Source: an optimization exercise on an open RTL-to-GDS flow (aim: small area, a short achievable clock period and few clock cycles). Production flows keep margins and buffers that such runs may drop.
No functional check of the RTL was part of any run shown here.

**flow/design.v**
```verilog
module tally_alu (
    input  wire [3:0]  op,
    input  wire [31:0] a,
    input  wire [31:0] b,
    input  wire        c_in,        
    output reg  [31:0] result,
    output wire        cout,        
    output wire        vout
);
    wire        inv  = (op == 4'd2) || (op == 4'd3) || (op == 4'd14);
    wire        cin  = (op == 4'd1) ? 1'b0 : (op == 4'd13 || op == 4'd14) ? c_in : 1'b1;
    wire [31:0] bb   = inv ? ~b : b;
    wire [32:0] sum  = {1'b0, a} + {1'b0, bb} + {32'd0, cin};
    assign vout = (a[31] == bb[31]) && (sum[31] != a[31]);
    wire        left = (op == 4'd8);
    wire        arith = (op == 4'd10);
    reg  [31:0] ra;
    integer     i;
    always @* for (i = 0; i < 32; i = i + 1) ra[i] = a[31 - i];
    wire [31:0] sx   = left ? ra : a;
    wire [33:0] sh   = $signed({arith & a[31], sx, 1'b0}) >>> b[4:0];
    reg  [31:0] rs;
    always @* for (i = 0; i < 32; i = i + 1) rs[i] = sh[32 - i];
    wire [31:0] sres = left ? rs : sh[32:1];
    wire        is_sh = (op == 4'd8) || (op == 4'd9) || (op == 4'd10);
    assign cout = is_sh ? sh[0] : sum[32];
    reg [5:0] lz;
    always @* begin
        lz = 6'd32;
        for (i = 0; i < 32; i = i + 1)
            if (b[i]) lz = 6'd31 - i[5:0];
    end
    always @* begin
        case (op)
            4'd0:                               result = b;
            4'd1, 4'd2, 4'd3, 4'd13, 4'd14:     result = sum[31:0];
            4'd4, 4'd7:                         result = a & b;
            4'd5:                               result = a | b;
            4'd6:                               result = a ^ b;
            4'd8, 4'd9, 4'd10:                  result = sres;
            4'd15:                              result = {26'd0, lz};
            default:                            result = 32'd0;
        endcase
    end
endmodule
module tally_core (
    input  wire        clk,
    input  wire        rst,
    output wire [15:0] imem_addr,
    input  wire [13:0] imem_rdata,
    output wire        dmem_req,
    output wire        dmem_we,
    output wire        dmem_pair,
    output wire        dmem_ap,
    output wire [47:0] dmem_addr,
    output wire [63:0] dmem_wdata,
    input  wire        dmem_ack,
    input  wire        dmem_err,
    input  wire [63:0] dmem_rdata,
    input  wire        ev_door,    
    input  wire [6:0]  ev_set,     
    output wire        fatal
);
    localparam [31:0] EVACK_ADDR = 32'h0004_0010;
    reg [15:0] pc;           
    reg [15:0] npc;          
    reg        fv;           
    reg [13:0] ir;           
    reg        irv;
    reg [15:0] tgt_q;        
    reg [15:0] sel_a, sel_b; 
    reg [13:0] bw;           
    reg        bv;
    reg [35:0] ext;          
    reg [1:0]  npre;         
    reg        st_mem;       
    reg        st_pre;       
    reg        st_mf;        
    reg        st_ev;        
    reg        st_mul, st_wait;
    reg [2:0]  mcnt;
    reg [31:0] rf [0:15];
    reg        fN, fZ, fC, fV, ie, pie, vr;
    reg [15:0] epc;
    reg [1:0]  ecause;
    reg [31:0] eaddr;
    reg [16:0] apbase;
    reg [7:1]  evp;
    reg [7:0]  evmask;
    reg [31:0] steps;
    reg [31:0] m_addr;       
    reg [31:0] wlo, whi;     
    reg [31:0] mhi, mlo;     
    reg        door_q;       
    reg        fresh;        
    reg        fatal_r;
    wire [7:0] evpend = {evp, door_q};
    wire [13:0] w      = ir;
    wire [1:0]  fmt    = w[13:12];
    wire [1:0]  sub    = w[11:10];
    wire [3:0]  r_op   = w[11:8];
    wire [1:0]  i_op   = w[11:10];
    wire [5:0]  imm6   = w[9:4];
    wire [1:0]  kind   = w[9:8];
    wire [3:0]  cond   = w[9:6];
    wire        link   = w[9];
    wire [3:0]  sysop  = w[9:6];
    wire [15:0] pc_m2  = npc - 16'd1;                  
    wire [15:0] ipc    = pc_m2 - {14'd0, npre};        
    reg [31:0] imm_s, imm_z;
    reg [29:0] moff;
    reg        xidx_ok;
    reg [2:0]  xidx;
    always @* begin
        case (npre)
            2'd0: begin
                imm_s = {{26{imm6[5]}}, imm6};
                imm_z = {26'd0, imm6};
                moff  = 30'd0;
            end
            2'd1: begin
                imm_s = {{14{ext[11]}}, ext[11:0], imm6};
                imm_z = {14'd0, ext[11:0], imm6};
                moff  = {{18{ext[11]}}, ext[11:0]};
            end
            2'd2: begin
                imm_s = {{2{ext[23]}}, ext[23:0], imm6};
                imm_z = {2'd0, ext[23:0], imm6};
                moff  = {{6{ext[23]}}, ext[23:0]};
            end
            default: begin
                imm_s = {ext[25:0], imm6};
                imm_z = {ext[25:0], imm6};
                moff  = ext[29:0];
            end
        endcase
        xidx_ok = (npre == 2'd0) || (ext[35:3] == 33'd0);
        xidx    = (npre == 2'd0) ? 3'd0 : ext[2:0];
    end
    reg taken;
    always @* begin
        case (cond)
            4'd0:  taken = fZ;
            4'd1:  taken = !fZ;
            4'd2:  taken = fC;
            4'd3:  taken = !fC;
            4'd4:  taken = fN;
            4'd5:  taken = !fN;
            4'd6:  taken = fV;
            4'd7:  taken = !fV;
            4'd8:  taken = fC && !fZ;
            4'd9:  taken = !fC || fZ;
            4'd10: taken = (fN == fV);
            4'd11: taken = (fN != fV);
            4'd12: taken = !fZ && (fN == fV);
            4'd13: taken = fZ || (fN != fV);
            4'd14: taken = 1'b1;
            default: taken = 1'b0;
        endcase
    end
    reg [31:0] rda, rdb;
    integer j;
    always @* begin
        rda = 32'd0;
        rdb = 32'd0;
        for (j = 0; j < 16; j = j + 1) begin
            rda = rda | (rf[j] & {32{sel_a[j]}});
            rdb = rdb | (rf[j] & {32{sel_b[j]}});
        end
    end
    reg  [3:0]  alu_op;
    always @* begin
        if (fmt == 2'b00) alu_op = r_op;
        else case (i_op)
            2'd0:    alu_op = 4'd0;   
            2'd1:    alu_op = 4'd1;   
            2'd2:    alu_op = 4'd3;   
            default: alu_op = 4'd4;   
        endcase
    end
    wire [31:0] alu_b = (fmt == 2'b00) ? rdb : ((i_op == 2'd3) ? imm_z : imm_s);
    wire [31:0] alu_res;
    wire        alu_cout, alu_vout;
    tally_alu u_alu (
        .op(alu_op), .a(rda), .b(alu_b), .c_in(fC),
        .result(alu_res), .cout(alu_cout), .vout(alu_vout)
    );
    wire        mul_first = !st_mul;
    wire [31:0] mul_src   = mul_first ? rdb : mlo;
    wire [39:0] mul_acc   = mul_first ? 40'd0 : {8'd0, mhi};
    wire [39:0] pp0 = {8'd0, rda & {32{mul_src[0]}}};
    wire [39:0] pp1 = {7'd0, rda & {32{mul_src[1]}}, 1'd0};
    wire [39:0] pp2 = {6'd0, rda & {32{mul_src[2]}}, 2'd0};
    wire [39:0] pp3 = {5'd0, rda & {32{mul_src[3]}}, 3'd0};
    wire [39:0] pp4 = {4'd0, rda & {32{mul_src[4]}}, 4'd0};
    wire [39:0] pp5 = {3'd0, rda & {32{mul_src[5]}}, 5'd0};
    wire [39:0] pp6 = {2'd0, rda & {32{mul_src[6]}}, 6'd0};
    wire [39:0] pp7 = {1'd0, rda & {32{mul_src[7]}}, 7'd0};
    wire [39:0] s1a = mul_acc ^ pp0 ^ pp1;
    wire [39:0] c1a = {(mul_acc[38:0] & pp0[38:0]) | (mul_acc[38:0] & pp1[38:0]) | (pp0[38:0] & pp1[38:0]), 1'b0};
    wire [39:0] s1b = pp2 ^ pp3 ^ pp4;
    wire [39:0] c1b = {(pp2[38:0] & pp3[38:0]) | (pp2[38:0] & pp4[38:0]) | (pp3[38:0] & pp4[38:0]), 1'b0};
    wire [39:0] s1c = pp5 ^ pp6 ^ pp7;
    wire [39:0] c1c = {(pp5[38:0] & pp6[38:0]) | (pp5[38:0] & pp7[38:0]) | (pp6[38:0] & pp7[38:0]), 1'b0};
    wire [39:0] s2a = s1a ^ c1a ^ s1b;
    wire [39:0] c2a = {(s1a[38:0] & c1a[38:0]) | (s1a[38:0] & s1b[38:0]) | (c1a[38:0] & s1b[38:0]), 1'b0};
    wire [39:0] s2b = c1b ^ s1c ^ c1c;
    wire [39:0] c2b = {(c1b[38:0] & s1c[38:0]) | (c1b[38:0] & c1c[38:0]) | (s1c[38:0] & c1c[38:0]), 1'b0};
    wire [39:0] s3  = s2a ^ c2a ^ s2b;
    wire [39:0] c3  = {(s2a[38:0] & c2a[38:0]) | (s2a[38:0] & s2b[38:0]) | (c2a[38:0] & s2b[38:0]), 1'b0};
    wire [39:0] s4  = s3 ^ c3 ^ c2b;
    wire [39:0] c4  = {(s3[38:0] & c3[38:0]) | (s3[38:0] & c2b[38:0]) | (c3[38:0] & c2b[38:0]), 1'b0};
    wire [39:0] mul_sum   = s4 + c4;
    wire        mul_last  = (mcnt == 3'd4);
    wire [31:0] mul_res   = w[8] ? mlo : mhi;    
    wire        mem_pair = kind[1];
    wire [31:0] mem_addr = rdb + (mem_pair ? {moff[28:0], 3'b000}
                                           : {moff[29:0], 2'b00});
    wire        mem_populated = (mem_addr[31:17] == 15'd0) ||
                                (mem_addr[31:12] == 20'h00040) ||
                                (mem_addr[31:11] == 21'h00082) ||
                                mem_addr[31];
    wire        mem_fault = !mem_populated ||
                            (mem_pair ? (mem_addr[2:0] != 3'd0 || w[4])
                                      : (mem_addr[1:0] != 2'd0));
    wire        mem_evack = (kind == 2'd1) && (mem_addr == EVACK_ADDR);
    reg [31:0] xval;
    always @* begin
        case (xidx)
            3'd0: xval = {25'd0, vr, pie, ie, fN, fZ, fC, fV};
            3'd1: xval = {16'd0, epc};
            3'd2: xval = {30'd0, ecause};
            3'd3: xval = eaddr;
            3'd4: xval = {15'd0, apbase};
            3'd5: xval = {24'd0, evpend};
            3'd6: xval = {24'd0, evmask};
            default: xval = steps;
        endcase
        if (!xidx_ok) xval = 32'd0;
    end
    wire unpopulated_pc = !pc_m2[15] && (pc_m2[14:13] != 2'b00);
    wire irq = ie && ((evpend & evmask) != 8'd0);
    wire wait_ok = (evpend & rdb[7:0]) != 8'd0;
    wire active = irv && !fatal_r;
    wire door_use = (ie && evmask[0] && npre == 2'd0) ||
                    (fmt == 2'b10 && sub == 2'b11 &&
                     (sysop == 4'd5 || (sysop == 4'd3 && xidx_ok && xidx == 3'd5)));
    wire hold1  = fresh && door_use;
    wire busy   = st_mem || st_pre || st_mf || st_ev || st_mul || st_wait;
    wire first  = active && !busy && !hold1;
    wire        early  = first && (fmt == 2'b10) &&
                         ((sub == 2'b01 && taken) || sub == 2'b10 ||
                          (sub == 2'b11 && sysop == 4'd2 && w[5:4] == 2'b00 && npre == 2'd0));
    wire [15:0] etgt   = (sub == 2'b11) ? epc : tgt_q;
    reg        done;         
    reg        redir;        
    reg        fast;         
    reg        exc;          
    reg [1:0]  cause;
    reg        clr_pre;      
    reg [2:0]  sinc;         
    reg        we;           
    reg [3:0]  waddr;
    reg [31:0] wdata;
    reg        we_hi;        
    reg        set_nz, set_zonly, set_cv, set_c;
    reg [31:0] fres;         
    reg        go_mem, go_mul, go_wait;
    reg        do_pre, do_mtx, do_reti, do_evack;
    always @* begin
        done = 1'b0; redir = 1'b0; fast = 1'b0;
        exc = 1'b0; cause = 2'd1;
        clr_pre = 1'b0; sinc = 3'd0;
        we = 1'b0; waddr = w[7:4]; wdata = alu_res; we_hi = 1'b0;
        set_nz = 1'b0; set_zonly = 1'b0; set_cv = 1'b0; set_c = 1'b0;
        fres = alu_res;
        go_mem = 1'b0; go_mul = 1'b0; go_wait = 1'b0;
        do_pre = 1'b0; do_mtx = 1'b0; do_reti = 1'b0; do_evack = 1'b0;
        if (!active) begin
            done = 1'b0;
        end else if (st_mem) begin
            sinc = 3'd1;             
            if (dmem_ack && !dmem_err) begin
                done = 1'b1;
                we = !kind[0]; wdata = dmem_rdata[31:0];
                we_hi = !kind[0] && kind[1];
            end
        end else if (st_pre) begin
            done = 1'b0;
        end else if (st_mul) begin
            if (mul_last) begin
                done = 1'b1; sinc = 3'd3;
                we = 1'b1; wdata = mul_res;
                set_nz = 1'b1; fres = mul_res;
            end
        end else if (st_wait) begin
            if (wait_ok) begin done = 1'b1; sinc = 3'd1; end
        end else if (st_mf) begin
            exc = 1'b1; cause = 2'd2;
        end else if (st_ev) begin
            done = 1'b1; do_evack = 1'b1; sinc = 3'd1;
        end else if (hold1) begin
            done = 1'b0;
        end else if (npre == 2'd0 && irq) begin
            exc = 1'b1; cause = 2'd3;
        end else if (unpopulated_pc) begin
            exc = 1'b1; sinc = 3'd1;
        end else begin
            sinc = 3'd1;
            case (fmt)
            2'b11: begin  
                if (npre == 2'd3) exc = 1'b1;
                else begin done = 1'b1; do_pre = 1'b1; end
            end
            2'b00, 2'b01: begin  
                if (fmt == 2'b00 && npre != 2'd0) begin
                    exc = 1'b1;
                end else if (fmt == 2'b00 && (r_op == 4'd11 || r_op == 4'd12)) begin
                    go_mul = 1'b1; sinc = 3'd0;
                end else begin
                    done = 1'b1;
                    waddr = (fmt == 2'b00) ? w[7:4] : w[3:0];
                    we = !(alu_op == 4'd3 || alu_op == 4'd7);
                    case (alu_op)
                        4'd0:               ;
                        4'd1, 4'd2, 4'd3, 4'd13, 4'd14: begin set_nz = 1'b1; set_cv = 1'b1; end
                        4'd8, 4'd9, 4'd10:  begin set_nz = 1'b1; set_c = (alu_b[4:0] != 5'd0); end
                        4'd15:              set_zonly = 1'b1;
                        default:            set_nz = 1'b1;
                    endcase
                end
            end
            default: begin  
                case (sub)
                2'b00: begin  
                    go_mem = 1'b1;
                end
                2'b01: begin  
                    if (taken) begin redir = 1'b1; fast = 1'b1; sinc = 3'd3; end
                    else done = 1'b1;
                end
                2'b10: begin  
                    redir = 1'b1; fast = 1'b1; sinc = 3'd3;
                    we = link; waddr = 4'd15; wdata = {16'd0, npc};
                end
                default: begin  
                    if (w[5:4] != 2'b00 || sysop > 4'd6 ||
                        (npre != 2'd0 && sysop != 4'd3 && sysop != 4'd4)) begin
                        exc = 1'b1;
                    end else begin
                        case (sysop)
                        4'd0: begin  
                            redir = 1'b1; sinc = 3'd3;
                        end
                        4'd1: begin  
                            redir = 1'b1; sinc = 3'd3;
                            we = 1'b1; waddr = 4'd15; wdata = {16'd0, npc};
                        end
                        4'd2: begin  
                            redir = 1'b1; fast = 1'b1; sinc = 3'd3; do_reti = 1'b1;
                        end
                        4'd3: begin  
                            done = 1'b1; we = 1'b1; waddr = w[3:0]; wdata = xval;
                        end
                        4'd4: begin  
                            done = 1'b1; do_mtx = xidx_ok;
                        end
                        4'd5: begin  
                            if (wait_ok) done = 1'b1;
                            else begin go_wait = 1'b1; sinc = 3'd0; end
                        end
                        default: done = 1'b1;  
                        endcase
                    end
                end
                endcase
            end
            endcase
        end
        if (done || redir || exc) clr_pre = !do_pre;
    end
    wire dfault = exc && cause != 2'd3 && !ie;           
    wire adv    = !irv || done;
    wire newpc  = redir || (exc && !dfault);
    wire [15:0] newtgt = exc ? {vr, 11'd0, cause, 2'b00} : rdb[15:0];
    wire [13:0] nw      = bv ? bw : imem_rdata;
    wire        ctx_pre = irv && (fmt == 2'b11);       
    wire [15:0] ndisp   = nw[11] ? (ctx_pre ? {ir[6:0], nw[8:0]} : {{7{nw[8]}}, nw[8:0]})
                                 : (ctx_pre ? {ir[9:0], nw[5:0]} : {{10{nw[5]}}, nw[5:0]});
    wire [15:0] ntgt    = pc + ndisp;
    wire [3:0]  nra_a   = (nw[13:12] == 2'b01) ? nw[3:0] : nw[7:4];
    assign imem_addr  = early ? etgt : pc;
    assign dmem_req   = st_mem;
    assign dmem_we    = kind[0];
    assign dmem_pair  = kind[1];
    assign dmem_ap    = m_addr[31];
    assign dmem_addr  = {apbase & {17{m_addr[31]}}, m_addr[30:0]};
    assign dmem_wdata = {whi, wlo};
    assign fatal      = fatal_r;
    integer k;
    always @(posedge clk) begin
        if (!rst && !fatal_r) begin
            for (k = 0; k < 16; k = k + 1) begin
                if (we && waddr == k[3:0])
                    rf[k] <= wdata;
                else if (we_hi && {waddr[3:1], 1'b1} == k[3:0])
                    rf[k] <= dmem_rdata[63:32];
            end
        end
    end
    always @(posedge clk) begin
        door_q <= ev_door;
        wlo    <= rda;
        whi    <= rdb;
    end
    always @(posedge clk) begin
        if (rst) begin
            pc      <= 16'h0000;
            npc     <= 16'h0000;
            fv      <= 1'b0;
            ir      <= 14'd0;
            irv     <= 1'b0;
            tgt_q   <= 16'd0;
            sel_a   <= 16'd0;
            sel_b   <= 16'd0;
            bw      <= 14'd0;
            bv      <= 1'b0;
            ext     <= 36'd0;
            npre    <= 2'd0;
            st_mem  <= 1'b0;
            st_pre  <= 1'b0;
            st_mf   <= 1'b0;
            st_ev   <= 1'b0;
            st_mul  <= 1'b0;
            st_wait <= 1'b0;
            mcnt    <= 3'd0;
            {fN, fZ, fC, fV, ie, pie, vr} <= 7'd0;
            epc     <= 16'd0;
            ecause  <= 2'd0;
            eaddr   <= 32'd0;
            apbase  <= 17'h001FC;
            evp     <= 7'd0;
            evmask  <= 8'd0;
            steps   <= 32'd0;
            m_addr  <= 32'd0;
            mhi     <= 32'd0;
            mlo     <= 32'd0;
            fresh   <= 1'b0;
            fatal_r <= 1'b0;
        end else begin
            if (do_evack) evp <= (evp & ~rda[7:1]) | ev_set;
            else          evp <= evp | ev_set;
            fresh <= st_mem && dmem_ack;
            if (!fatal_r) begin
                if (dfault) begin
                    fatal_r <= 1'b1;
                    st_mem  <= 1'b0;
                end else if (redir && fast) begin
                    pc  <= etgt + 16'd1;
                    fv  <= 1'b1;
                    irv <= 1'b0;
                    bv  <= 1'b0;
                end else if (newpc) begin
                    pc  <= newtgt;
                    fv  <= 1'b0;
                    irv <= 1'b0;
                    bv  <= 1'b0;
                end else if (adv) begin
                    ir    <= nw;
                    irv   <= bv || fv;
                    tgt_q <= ntgt;
                    sel_a <= 16'd1 << nra_a;
                    sel_b <= 16'd1 << nw[3:0];
                    bv    <= 1'b0;
                    pc    <= pc + 16'd1;
                    npc   <= pc;
                    fv    <= 1'b1;
                end else if (!bv) begin
                    bw  <= imem_rdata;
                    bv  <= 1'b1;
                end
                if (!st_mem || (dmem_ack && !dmem_err))
                    steps <= steps + {29'd0, sinc};
                if (do_pre) begin
                    ext  <= {ext[23:0], w[11:0]};
                    npre <= npre + 2'd1;
                end else if (clr_pre) begin
                    ext  <= 36'd0;
                    npre <= 2'd0;
                end
                if (set_nz) begin
                    fN <= fres[31];
                    fZ <= (fres == 32'd0);
                end
                if (set_zonly) fZ <= (fres == 32'd0);
                if (set_cv) begin
                    fC <= alu_cout;
                    fV <= alu_vout;
                end
                if (set_c) fC <= alu_cout;
                st_mf  <= (go_mem && mem_fault) || (st_mem && dmem_ack && dmem_err);
                st_ev  <= go_mem && mem_evack;
                st_pre <= go_mem && !mem_fault && kind == 2'd3;
                if (go_mem) begin
                    st_mem <= !mem_fault && !mem_evack && kind != 2'd3;
                    m_addr <= mem_addr;
                    if (kind == 2'd3) sel_b <= 16'd1 << {w[7:5], 1'b1};
                end
                if (st_pre) st_mem <= 1'b1;
                if (st_mem && dmem_ack) st_mem <= 1'b0;
                if (go_mul || st_mul) begin
                    mhi  <= mul_sum[39:8];
                    mlo  <= {mul_sum[7:0], mul_src[31:8]};
                end
                if (go_mul) begin
                    st_mul <= 1'b1;
                    mcnt   <= 3'd1;
                end else if (st_mul) begin
                    mcnt <= mcnt + 3'd1;
                    if (mul_last) st_mul <= 1'b0;
                end
                if (go_wait) st_wait <= 1'b1;
                if (st_wait && wait_ok) st_wait <= 1'b0;
                if (exc && !dfault) begin
                    epc    <= ipc;
                    ecause <= cause;
                    if (cause == 2'd2) eaddr <= m_addr;
                    pie    <= ie;
                    ie     <= 1'b0;
                end
                if (do_reti) ie <= pie;
                if (do_mtx) begin
                    case (xidx)
                    3'd0: {vr, pie, ie, fN, fZ, fC, fV} <= rdb[6:0];
                    3'd1: epc    <= rdb[15:0];
                    3'd4: apbase <= rdb[16:0];
                    3'd6: evmask <= rdb[7:0];
                    default: ;
                    endcase
                end
            end
        end
    end
endmodule
```
**flow/constraint.sdc**
```tcl
create_clock -name core_clock -period 20.0 [get_ports {clk}]
set_input_delay 4.0000 -clock core_clock [delete_from_list [all_inputs] [get_ports {clk}]]
set_output_delay 4.0000 -clock core_clock [all_outputs]
set_load 0.01 [all_outputs]
```
**flow/config.mk**
```make
export PLATFORM = sky130hd
export DESIGN_NAME = tally_core
export DESIGN_NICKNAME = tally_core
export VERILOG_FILES = /design/flow/design.v
export SDC_FILE = /design/flow/constraint.sdc
export NUM_CORES = 4
export LEC_CHECK = 0
export CAP_MARGIN = 20
export CORE_MARGIN = 2
export CORE_UTILIZATION = 40
export SLEW_MARGIN = 20
```
**flow/run.sh**
```bash
#!/bin/bash
# synth_recipe.tcl (not shown) runs the flow's synth.tcl, then flattens the netlist and writes it again
# the make line also repeats each setting of config.mk as NAME=value (left out here)
make -C /OpenROAD-flow-scripts/flow DESIGN_CONFIG=/design/flow/config.mk WORK_HOME=/design/flow/orfs CLKGATE_MAP_FILE= SYNTH_SCRIPT=/design/flow/synth_recipe.tcl finish
```
==> results of run 1 <==
## cells in the final DEF (no fill, tap or decap), types with 31 or more instances in the layout
cell,n
ha_1,208
dfxtp_2,33
a22o_1,221
a31oi_1,37
o21ai_0,204
a211oi_1,93
o22ai_1,69
clkbuf_16,109
nand4_1,49
fa_1,220
dfxtp_1,409
edfxtp_1,512
and2_1,78
xor2_1,83
nor4_1,31
o21a_1,32
nor2b_1,34
nand3_1,91
mux2_2,303
and3_1,36
nor2_1,608
a221oi_1,236
buf_4,232
clkdlybuf4s50_1,221
nand2_1,811
inv_1,366
a22oi_1,232
mux2i_1,196
nor3_1,139
a21oi_1,416
o211ai_1,61
and4_1,33
xnor2_1,116
a21o_1,60
## per-stage QoR
| step | cells | hold WS, ns |
|---|---|---|
| 5_1_grt | 9283 | 0.4759 |
| 6_report | 9285 | 0.4530 |
| 3_3_place_gp | 9081 | 0.4396 |
| 4_1_cts | 9282 | 0.4539 |
| 3_5_place_dp | 9081 | 0.4456 |
| 2_1_floorplan | 6967 | 0.4312 |
## routing by layer
| metal | vias to the layer above | global-route usage |
|---|---|---|
| li1 | 25777 | - |
| met4 | 8 | 0.2258 |
| met3 | 1034 | 0.08052 |
| met2 | 4249 | 0.5358 |
| met1 | 29861 | 0.4832 |
| met5 | - | 0 |
## final cells by class
type | count | area, sq um
Clock inverter | 66 | 823.3
Inverter | 373 | 1400
Multi-Input combinational cell | 5140 | 37550
Antenna cell | 2 | 5.005
Tap cell | 2160 | 2703
Fill cell | 15352 | 87340
Sequential cell | 954 | 24260
Timing Repair Buffer | 455 | 3974
Clock buffer | 135 | 2885
## cells by family after synthesis
kind of cell	after synthesis	share of synthesized area
adder cells (fa/ha/maj)	429	0.1080
multiplexers	507	0.08449
AO/OA/AOI/OAI	1925	0.2092
buffers and inverters	873	0.05353
AND/OR/NAND/NOR	2080	0.1453
flip-flops	954	0.3727
XOR/XNOR	199	0.02682
## worst max-delay path: stages (launching register included)
cell and delay [ns]:
dfxtp_1 0.42, inv_1 0.20, ha_1 0.52, inv_1 0.37, o31ai_1 0.15, buf_4 0.19, a32oi_1 0.19, o21ai_1 0.17
a21oi_1 0.26, nand3_1 0.77, o21ai_0 0.65, clkdlybuf4s50_1 0.62
## worst min-delay path by stage
stage	from	endpoint	slack [ns]	depth (start not counted)
after floorplan	tgt_q[15]	tgt_q[15]	0.43	2
after global placement	tgt_q[15]	tgt_q[15]	0.44	2
after detailed placement	eaddr[28]	eaddr[28]	0.45	2
after CTS	eaddr[28]	eaddr[28]	0.45	2
after global routing	eaddr[31]	eaddr[31]	0.48	2
final	tgt_q[15]	tgt_q[15]	0.45	2
## state kept, by name, indices dropped and copies added (netlist names), 16 cells and up
register,count
tgt_q,16
epc,16
eaddr,32
sel_a,16
mhi,32
wlo,32
mlo,32
apbase,17
rf,512
ext,36
pc,16
whi,32
sel_b,16
steps,32
m_addr,32
npc,16
==> summary.txt, run 1 <==
CP Class=reg2out; DRT Pass-1 Iters=7; number of global-route vias before repair=57513; clk latency of the worst-skew pair=0.78 ns; Finished Cell Area=73600 sq um; Setup WS pre-CTS=11.43 ns; CP Capture Type=output port; WL met2=131300 microns; Buffers on Ports=222; Num CTS Buffers=108; number of vias per cell=6.562; number of max-cap violations=0; CTS Sinks=954; CP Launch Type=flip-flop; WL final=312200 microns; HPWL after detailed placement=219200 microns; Synth top area share=0.2365; number of hold buffers added after cts=0; global-route wire length before repair=436800 microns; # DRC=0; Syn Area/Cell=9.329 sq um; syn_nets=7486; CP max FO=32; R2R Path End=mhi[30]; Critical Path RT=16.00 ns; Arrival @ worst endpoint=5.29 ns; die width=407.1 microns; synth cell count leaders=nand2_1 (812), nor2_1 (613), edfxtp_1 (512); # IOs=223; Final Hold Vio Count=0; Setup TNS=0 ns; Die Span Y=407.1 microns; async set-reset flop share out of synthesis=0; top layer in use=met5; endpoints failing setup=0; Worst Clk Skew=0.07049 ns; post-synthesis register bit count=954; Syn. warnings=3; Achievable Freq=0.1076 GHz; initial DRC count=9336; via count=60929; CP startpoint=npre[1]; Worst Tran Pin Value=1.209 ns; top area cells in the synthesized netlist=edfxtp_1 (24%), dfxtp_1 (14%), fa_1 (6.8%); cell taking the most area after synthesis=edfxtp_1; Placed Area=69870 sq um; clk buf depth=3; Worst Reg-to-Reg Cells=28; worst reg-to-reg setup slack=11.22 ns; CTS clk-pin slew, worst paths=0.06 ns; worst hold path class=reg2reg; worst rel slew slack=0.1938; H-tree depth=3; clk root buf=clkbuf_16; final worst slack=10.71 ns; proportion of layout cells with a drive suffix above 1=0.1192; largest net degree at the start of global routing=97; Core Rows=147; Critical Path Sink=imem_addr[3]; nets=7551; RSZ-0062 raised after global routing=false; grt total ovfl=0; Global Route Usage Sum=0.3634; synth-to-layout area growth=13.24%; Top FF cell, synth=edfxtp_1; most frequent cell after synthesis=nand2_1; CORE AREA=160900 sq um; utilization after layout=0.4573; max-slew violation count=0; Mapped Cells=6967; cell area after synthesis=65000 sq um; post-synth cell types=102; Post-CTS Setup Inserts=0; die area=165700 sq um; met1 wire length=122600 microns; ANT nets after route=0; Starting Density=0.4039; TritonCTS clock tree=built; Tcrit/Tclk final=0.4645; EDFF count, synth=512; DR WL/cell=33.63 microns; outcome=no timing/DRC/antenna violations; RePlAce Congestion=1.049; post-route minimum period=9.290 ns; initial antenna violation count=12; cts repair resizes=0; metal3 WL=34930 microns; Seq/Total Area, Yosys=0.3727; Reg2Reg Launch Point=sel_b[3]
==> inputs of run 2 (changes only) <==
--- a/flow/design.v
+++ b/flow/design.v
@@ -69,3 +69,3 @@
     reg        irv;
-    reg [15:0] tgt_q;        
+    reg        pred;         
     reg [15:0] sel_a, sel_b; 
@@ -92,3 +92,7 @@
     reg [31:0] wlo, whi;     
-    reg [31:0] mhi, mlo;     
+    reg [31:0] ms, mc;       
+    reg        mcy;          
+    reg [31:0] mlo;          
+    reg        m_we, m_pair;
+    reg [15:0] ldsel;        
     reg        door_q;       
@@ -189,3 +193,4 @@
     wire [31:0] mul_src   = mul_first ? rdb : mlo;
-    wire [39:0] mul_acc   = mul_first ? 40'd0 : {8'd0, mhi};
+    wire [39:0] acs = mul_first ? 40'd0 : {8'd0, ms};
+    wire [39:0] acc = mul_first ? 40'd0 : {8'd0, mc};
     wire [39:0] pp0 = {8'd0, rda & {32{mul_src[0]}}};
@@ -198,8 +203,8 @@
     wire [39:0] pp7 = {1'd0, rda & {32{mul_src[7]}}, 7'd0};
-    wire [39:0] s1a = mul_acc ^ pp0 ^ pp1;
-    wire [39:0] c1a = {(mul_acc[38:0] & pp0[38:0]) | (mul_acc[38:0] & pp1[38:0]) | (pp0[38:0] & pp1[38:0]), 1'b0};
-    wire [39:0] s1b = pp2 ^ pp3 ^ pp4;
-    wire [39:0] c1b = {(pp2[38:0] & pp3[38:0]) | (pp2[38:0] & pp4[38:0]) | (pp3[38:0] & pp4[38:0]), 1'b0};
-    wire [39:0] s1c = pp5 ^ pp6 ^ pp7;
-    wire [39:0] c1c = {(pp5[38:0] & pp6[38:0]) | (pp5[38:0] & pp7[38:0]) | (pp6[38:0] & pp7[38:0]), 1'b0};
+    wire [39:0] s1a = acs ^ acc ^ pp0;
+    wire [39:0] c1a = {(acs[38:0] & acc[38:0]) | (acs[38:0] & pp0[38:0]) | (acc[38:0] & pp0[38:0]), 1'b0};
+    wire [39:0] s1b = pp1 ^ pp2 ^ pp3;
+    wire [39:0] c1b = {(pp1[38:0] & pp2[38:0]) | (pp1[38:0] & pp3[38:0]) | (pp2[38:0] & pp3[38:0]), 1'b0};
+    wire [39:0] s1c = pp4 ^ pp5 ^ pp6;
+    wire [39:0] c1c = {(pp4[38:0] & pp5[38:0]) | (pp4[38:0] & pp6[38:0]) | (pp5[38:0] & pp6[38:0]), 1'b0};
     wire [39:0] s2a = s1a ^ c1a ^ s1b;
@@ -212,5 +217,8 @@
     wire [39:0] c4  = {(s3[38:0] & c3[38:0]) | (s3[38:0] & c2b[38:0]) | (c3[38:0] & c2b[38:0]), 1'b0};
-    wire [39:0] mul_sum   = s4 + c4;
+    wire [39:0] s5  = s4 ^ c4 ^ pp7;
+    wire [39:0] c5  = {(s4[38:0] & c4[38:0]) | (s4[38:0] & pp7[38:0]) | (c4[38:0] & pp7[38:0]), 1'b0};
+    wire [8:0]  mul_lo8   = {1'b0, s5[7:0]} + {1'b0, c5[7:0]} + {8'd0, mul_first ? 1'b0 : mcy};
     wire        mul_last  = (mcnt == 3'd4);
-    wire [31:0] mul_res   = w[8] ? mlo : mhi;    
+    wire [31:0] mul_hi    = ms + mc + {31'd0, mcy};
+    wire [31:0] mul_res   = w[8] ? mlo : mul_hi;    
     wire        mem_pair = kind[1];
@@ -250,6 +258,2 @@
     wire first  = active && !busy && !hold1;
-    wire        early  = first && (fmt == 2'b10) &&
-                         ((sub == 2'b01 && taken) || sub == 2'b10 ||
-                          (sub == 2'b11 && sysop == 4'd2 && w[5:4] == 2'b00 && npre == 2'd0));
-    wire [15:0] etgt   = (sub == 2'b11) ? epc : tgt_q;
     reg        done;         
@@ -264,3 +268,2 @@
     reg [31:0] wdata;
-    reg        we_hi;        
     reg        set_nz, set_zonly, set_cv, set_c;
@@ -273,3 +276,3 @@
         clr_pre = 1'b0; sinc = 3'd0;
-        we = 1'b0; waddr = w[7:4]; wdata = alu_res; we_hi = 1'b0;
+        we = 1'b0; waddr = w[7:4]; wdata = alu_res;
         set_nz = 1'b0; set_zonly = 1'b0; set_cv = 1'b0; set_c = 1'b0;
@@ -282,7 +285,3 @@
             sinc = 3'd1;             
-            if (dmem_ack && !dmem_err) begin
-                done = 1'b1;
-                we = !kind[0]; wdata = dmem_rdata[31:0];
-                we_hi = !kind[0] && kind[1];
-            end
+            if (dmem_ack && !dmem_err) done = 1'b1;
         end else if (st_pre) begin
@@ -339,2 +338,3 @@
                     if (taken) begin redir = 1'b1; fast = 1'b1; sinc = 3'd3; end
+                    else if (pred) redir = 1'b1;
                     else done = 1'b1;
@@ -384,3 +384,4 @@
     wire newpc  = redir || (exc && !dfault);
-    wire [15:0] newtgt = exc ? {vr, 11'd0, cause, 2'b00} : rdb[15:0];
+    wire [15:0] newtgt = exc ? {vr, 11'd0, cause, 2'b00} :
+                         (fmt == 2'b10 && sub == 2'b01) ? npc : rdb[15:0];
     wire [13:0] nw      = bv ? bw : imem_rdata;
@@ -390,7 +391,12 @@
     wire [15:0] ntgt    = pc + ndisp;
+    wire        n_brj   = (nw[13:12] == 2'b10) &&
+                          ((nw[11:10] == 2'b01 && nw[9:6] != 4'd15) || nw[11:10] == 2'b10);
+    wire        n_reti  = (nw[13:10] == 4'b1011) && (nw[9:6] == 4'd2);
+    wire        epc_w   = do_mtx && xidx == 3'd1;
+    wire [15:0] epc_f   = epc_w ? rdb[15:0] : epc;
     wire [3:0]  nra_a   = (nw[13:12] == 2'b01) ? nw[3:0] : nw[7:4];
-    assign imem_addr  = early ? etgt : pc;
+    assign imem_addr  = pc;
     assign dmem_req   = st_mem;
-    assign dmem_we    = kind[0];
-    assign dmem_pair  = kind[1];
+    assign dmem_we    = m_we;
+    assign dmem_pair  = m_pair;
     assign dmem_ap    = m_addr[31];
@@ -399,2 +405,3 @@
     assign fatal      = fatal_r;
+    wire ld_ok = st_mem && dmem_ack && !dmem_err;
     integer k;
@@ -403,6 +410,5 @@
             for (k = 0; k < 16; k = k + 1) begin
-                if (we && waddr == k[3:0])
-                    rf[k] <= wdata;
-                else if (we_hi && {waddr[3:1], 1'b1} == k[3:0])
-                    rf[k] <= dmem_rdata[63:32];
+                if ((we && waddr == k[3:0]) || (ld_ok && ldsel[k]))
+                    rf[k] <= !st_mem ? wdata :
+                             (k[0] && m_pair) ? dmem_rdata[63:32] : dmem_rdata[31:0];
             end
@@ -422,3 +428,3 @@
             irv     <= 1'b0;
-            tgt_q   <= 16'd0;
+            pred    <= 1'b0;
             sel_a   <= 16'd0;
@@ -445,4 +451,9 @@
             m_addr  <= 32'd0;
-            mhi     <= 32'd0;
+            ms      <= 32'd0;
+            mc      <= 32'd0;
+            mcy     <= 1'b0;
             mlo     <= 32'd0;
+            m_we    <= 1'b0;
+            m_pair  <= 1'b0;
+            ldsel   <= 16'd0;
             fresh   <= 1'b0;
@@ -458,3 +469,3 @@
                 end else if (redir && fast) begin
-                    pc  <= etgt + 16'd1;
+                    pc  <= pc + 16'd1;       
                     fv  <= 1'b1;
@@ -470,3 +481,2 @@
                     irv   <= bv || fv;
-                    tgt_q <= ntgt;
                     sel_a <= 16'd1 << nra_a;
@@ -474,3 +484,5 @@
                     bv    <= 1'b0;
-                    pc    <= pc + 16'd1;
+                    pred  <= (bv || fv) && (n_brj || n_reti);
+                    pc    <= !(bv || fv) ? pc + 16'd1 :
+                             n_brj ? ntgt : n_reti ? epc_f : pc + 16'd1;
                     npc   <= pc;
@@ -506,2 +518,6 @@
                     m_addr <= mem_addr;
+                    m_we   <= kind[0];
+                    m_pair <= kind[1];
+                    ldsel  <= kind[0] ? 16'd0 :
+                              (16'd1 << w[7:4]) | (kind[1] ? (16'd1 << {w[7:5], 1'b1}) : 16'd0);
                     if (kind == 2'd3) sel_b <= 16'd1 << {w[7:5], 1'b1};
@@ -511,4 +527,6 @@
                 if (go_mul || st_mul) begin
-                    mhi  <= mul_sum[39:8];
-                    mlo  <= {mul_sum[7:0], mul_src[31:8]};
+                    ms   <= s5[39:8];
+                    mc   <= c5[39:8];
+                    mcy  <= mul_lo8[8];
+                    mlo  <= {mul_lo8[7:0], mul_src[31:8]};
                 end
==> summary.txt, run 2 <==
Num CTS Buffers=111; final instance count without filler cells=9123; die area=163600 sq um; CTS Sinks=989; Arrival @ worst endpoint=8.87 ns; via count=60051; max-slew violation count=0; top area cells in the synthesized netlist=edfxtp_1 (24%), dfxtp_1 (15%), fa_1 (7.9%); HPWL after detailed placement=206900 microns; utilization after layout=0.4587; cell area after synthesis=64160 sq um; worst rel slew slack=0.1662; final worst slack=11.52 ns; Fillers=15073; Tcrit/Tclk final=0.4239; CP Capture Type=flip-flop; CORE AREA=158700 sq um; ANT nets after route=0; Worst Tran Pin Value=1.216 ns; register with the most flip-flops=rf; Syn. warnings=3; proportion of layout cells with a drive suffix above 1=0.08653; H-tree depth=3; most frequent cell after synthesis=nand2_1; crit-path cells=or2_2, mux2i_1, or3b_2, buf_4, xnor2_1, fa_1, a21oi_1, o211ai_1, o221ai_1, a21oi_1, a211oi_1, nor3_1, a41o_1, o311ai_0, a21oi_1, a31oi_1, o221a_2, o211ai_1, a211oi_1, a21oi_1; WL final=301900 microns; die width=404.5 microns; Setup TNS=0 ns; Starting Density=0.4041; number of global-route vias before repair=56943; Die Span Y=404.5 microns; biggest regs=rf (512), ext (36); max reg flops=512; Seq/Total Area, Yosys=0.3885; R2R Path End=rf[4][31]; EDFF count, synth=512; initial antenna violation count=19; # IOs=223; nets=7496; Synth top area share=0.2396; cts repair resizes=0; worst hold stages=2; Reg2Reg Launch Point=ir[12]; Buffers on Ports=222; Final Hold Vio Count=0; number of max-cap violations=0; Hold Path End=eaddr[5]; Top FF cell, synth=edfxtp_1; dpl cells=8900; Worst path most repeated cell=a21oi_1; Finished Cell Area=72820 sq um; commonest non-fill, non-tap cells in the layout=nand2_1 (795), nor2_1 (730), edfxtp_1 (512); slowest CP cell=mux2i_1; async set-reset flop share out of synthesis=0; largest net degree at the start of global routing=172; clk root buf=clkbuf_16; Placed Area=68830 sq um; CTS clk-pin slew, worst paths=0.07 ns; post-synth cell types=101; CP Class=reg2reg; Slowest Stage Delay on Critical Path=0.81 ns; number of vias per cell=6.582; synth-to-layout area growth=13.51%; CP Launch Type=flip-flop; commonest non-fill, non-tap cell in the layout=nand2_1; # DRC=0; cell taking the most area after synthesis=edfxtp_1; Post-CTS Setup Inserts=0; grt total ovfl=0; multi-input logic area=36240 sq um; WP buf/inv=1; hold path start=eaddr[5]; DRT Pass-1 Iters=7; Setup WS pre-CTS=11.97 ns; Global Route Usage Sum=0.3581; number of hold buffers added after cts=0; syn_nets=7436; clk latency of the worst-skew pair=0.78 ns; Core Rows=146; synth cell count leaders=nand2_1 (796), nor2_1 (753), edfxtp_1 (512); Critical Path RT=20.39 ns; post-route minimum period=8.477 ns; Achievable Freq=0.1180 GHz; RePlAce Congestion=1.069; RSZ-0062 raised after global routing=false; clk buf depth=3; outcome=no timing/DRC/antenna violations; DR WL/cell=33.09 microns; Worst Reg-to-Reg Cells=20; endpoints failing setup=0; worst hold path class=reg2reg; Syn Area/Cell=9.322 sq um; CP max FO=32; Mapped Cells=6882; post-synthesis register bit count=989; initial DRC count=8808; Register Area=24970 sq um; Worst Clk Skew=0.04963 ns; Worst path top cell family by delay=compound AO/OA/AOI/OAI gates; TritonCTS clock tree=built; worst reg-to-reg setup slack=11.52 ns; global-route wire length before repair=422800 microns
[run 2: changes by cell type after synthesis, moves of 25 or more]
cell / delta
a211oi_1: +44
a22o_1: -54
a22oi_1: +77
buf_2: -60
clkbuf_1: +25
dfxtp_1: +35
fa_1: +34
inv_1: -32
mux2_2: -236
nor2_1: +140
nor3_1: -50
[run 2: logic make-up after synthesis]
group / after synthesis / synth area share
compound gates: 1964 / 0.2156
fa+ha+maj: 464 / 0.1202
xor+xnor: 190 / 0.02594
simple gates: 2163 / 0.1504
flops: 989 / 0.3885
mux: 291 / 0.04794
buf+inv: 821 / 0.05137
[run 2: cell type report]
type | count | area share
multi-input combinational | 5072 | 0.4977
sequential | 989 | 0.3428
timing repair buffer | 421 | 0.05129
clock buffer | 130 | 0.04053
tap | 2072 | 0.03560
inverter | 347 | 0.01790
clock inverter | 79 | 0.01373
antenna | 13 | 0.0004467
[run 2: layer usage]
metal	vias to the layer above	global-route usage	share of wire
met3	1026	0.1203	0.14
met2	4444	0.5209	0.41
li1	25314	-	-
met5	-	0	0.00035
met4	18	0.2058	0.067
met1	29249	0.4629	0.38
[run 2: worst max path at each step]
stage | startpoint | endpoint | slack [ns] | depth (start not counted)
after CTS | ir[12] | rf[13][31] | 11.87 | 20
final | ir[12] | rf[4][31] | 11.52 | 20
after floorplan | imem_rdata[0] | pc[14] | 13.01 | 20
after global placement | imem_rdata[0] | pc[14] | 11.90 | 21
after global routing | ir[13] | rf[4][31] | 11.35 | 20
after detailed placement | ir[12] | rf[5][31] | 11.97 | 20
[run 2: through the flow]
stage	hold slack, ns
CTS	0.4544
global placement	0.4404
detailed placement	0.4459
global route	0.4767
floorplan	0.4323
finish	0.4528
[run 2: worst reg2reg max path: cells and delay by family, from the launching register on]
kind / cells / cell delay [ns]
simple gates: 3 / 1.05
mux: 1 / 0.82
compound gates: 13 / 4.20
buf+inv: 1 / 0.54
fa+ha+maj: 1 / 0.49
xor+xnor: 1 / 0.22
flops: 1 / 0.77

## re-timing with driven ports
In the flow no input, the clock included, has a driving cell. The finished layouts below were timed again as built, in two steps. Step 1 assumes that a clkbuf_16 drives the clock port and a buf_2 every other input. Step 2 times the ports against the registers' clock, not the clock port: input delays grow and output delays shrink by t, the midpoint of the rising clock arrivals with the driver on. Slacks: no drivers / after step 1 / after step 2; pairs: no drivers / after step 1.
run | t, ns | setup slack, ns | pins driven straight from the clock port
run 1 | 0.826 | 10.710 / 10.625 / 11.217 | 1
run 2 | 0.839 | 11.523 / 11.523 / 11.523 | 1
After both steps every run listed still meets setup and hold.
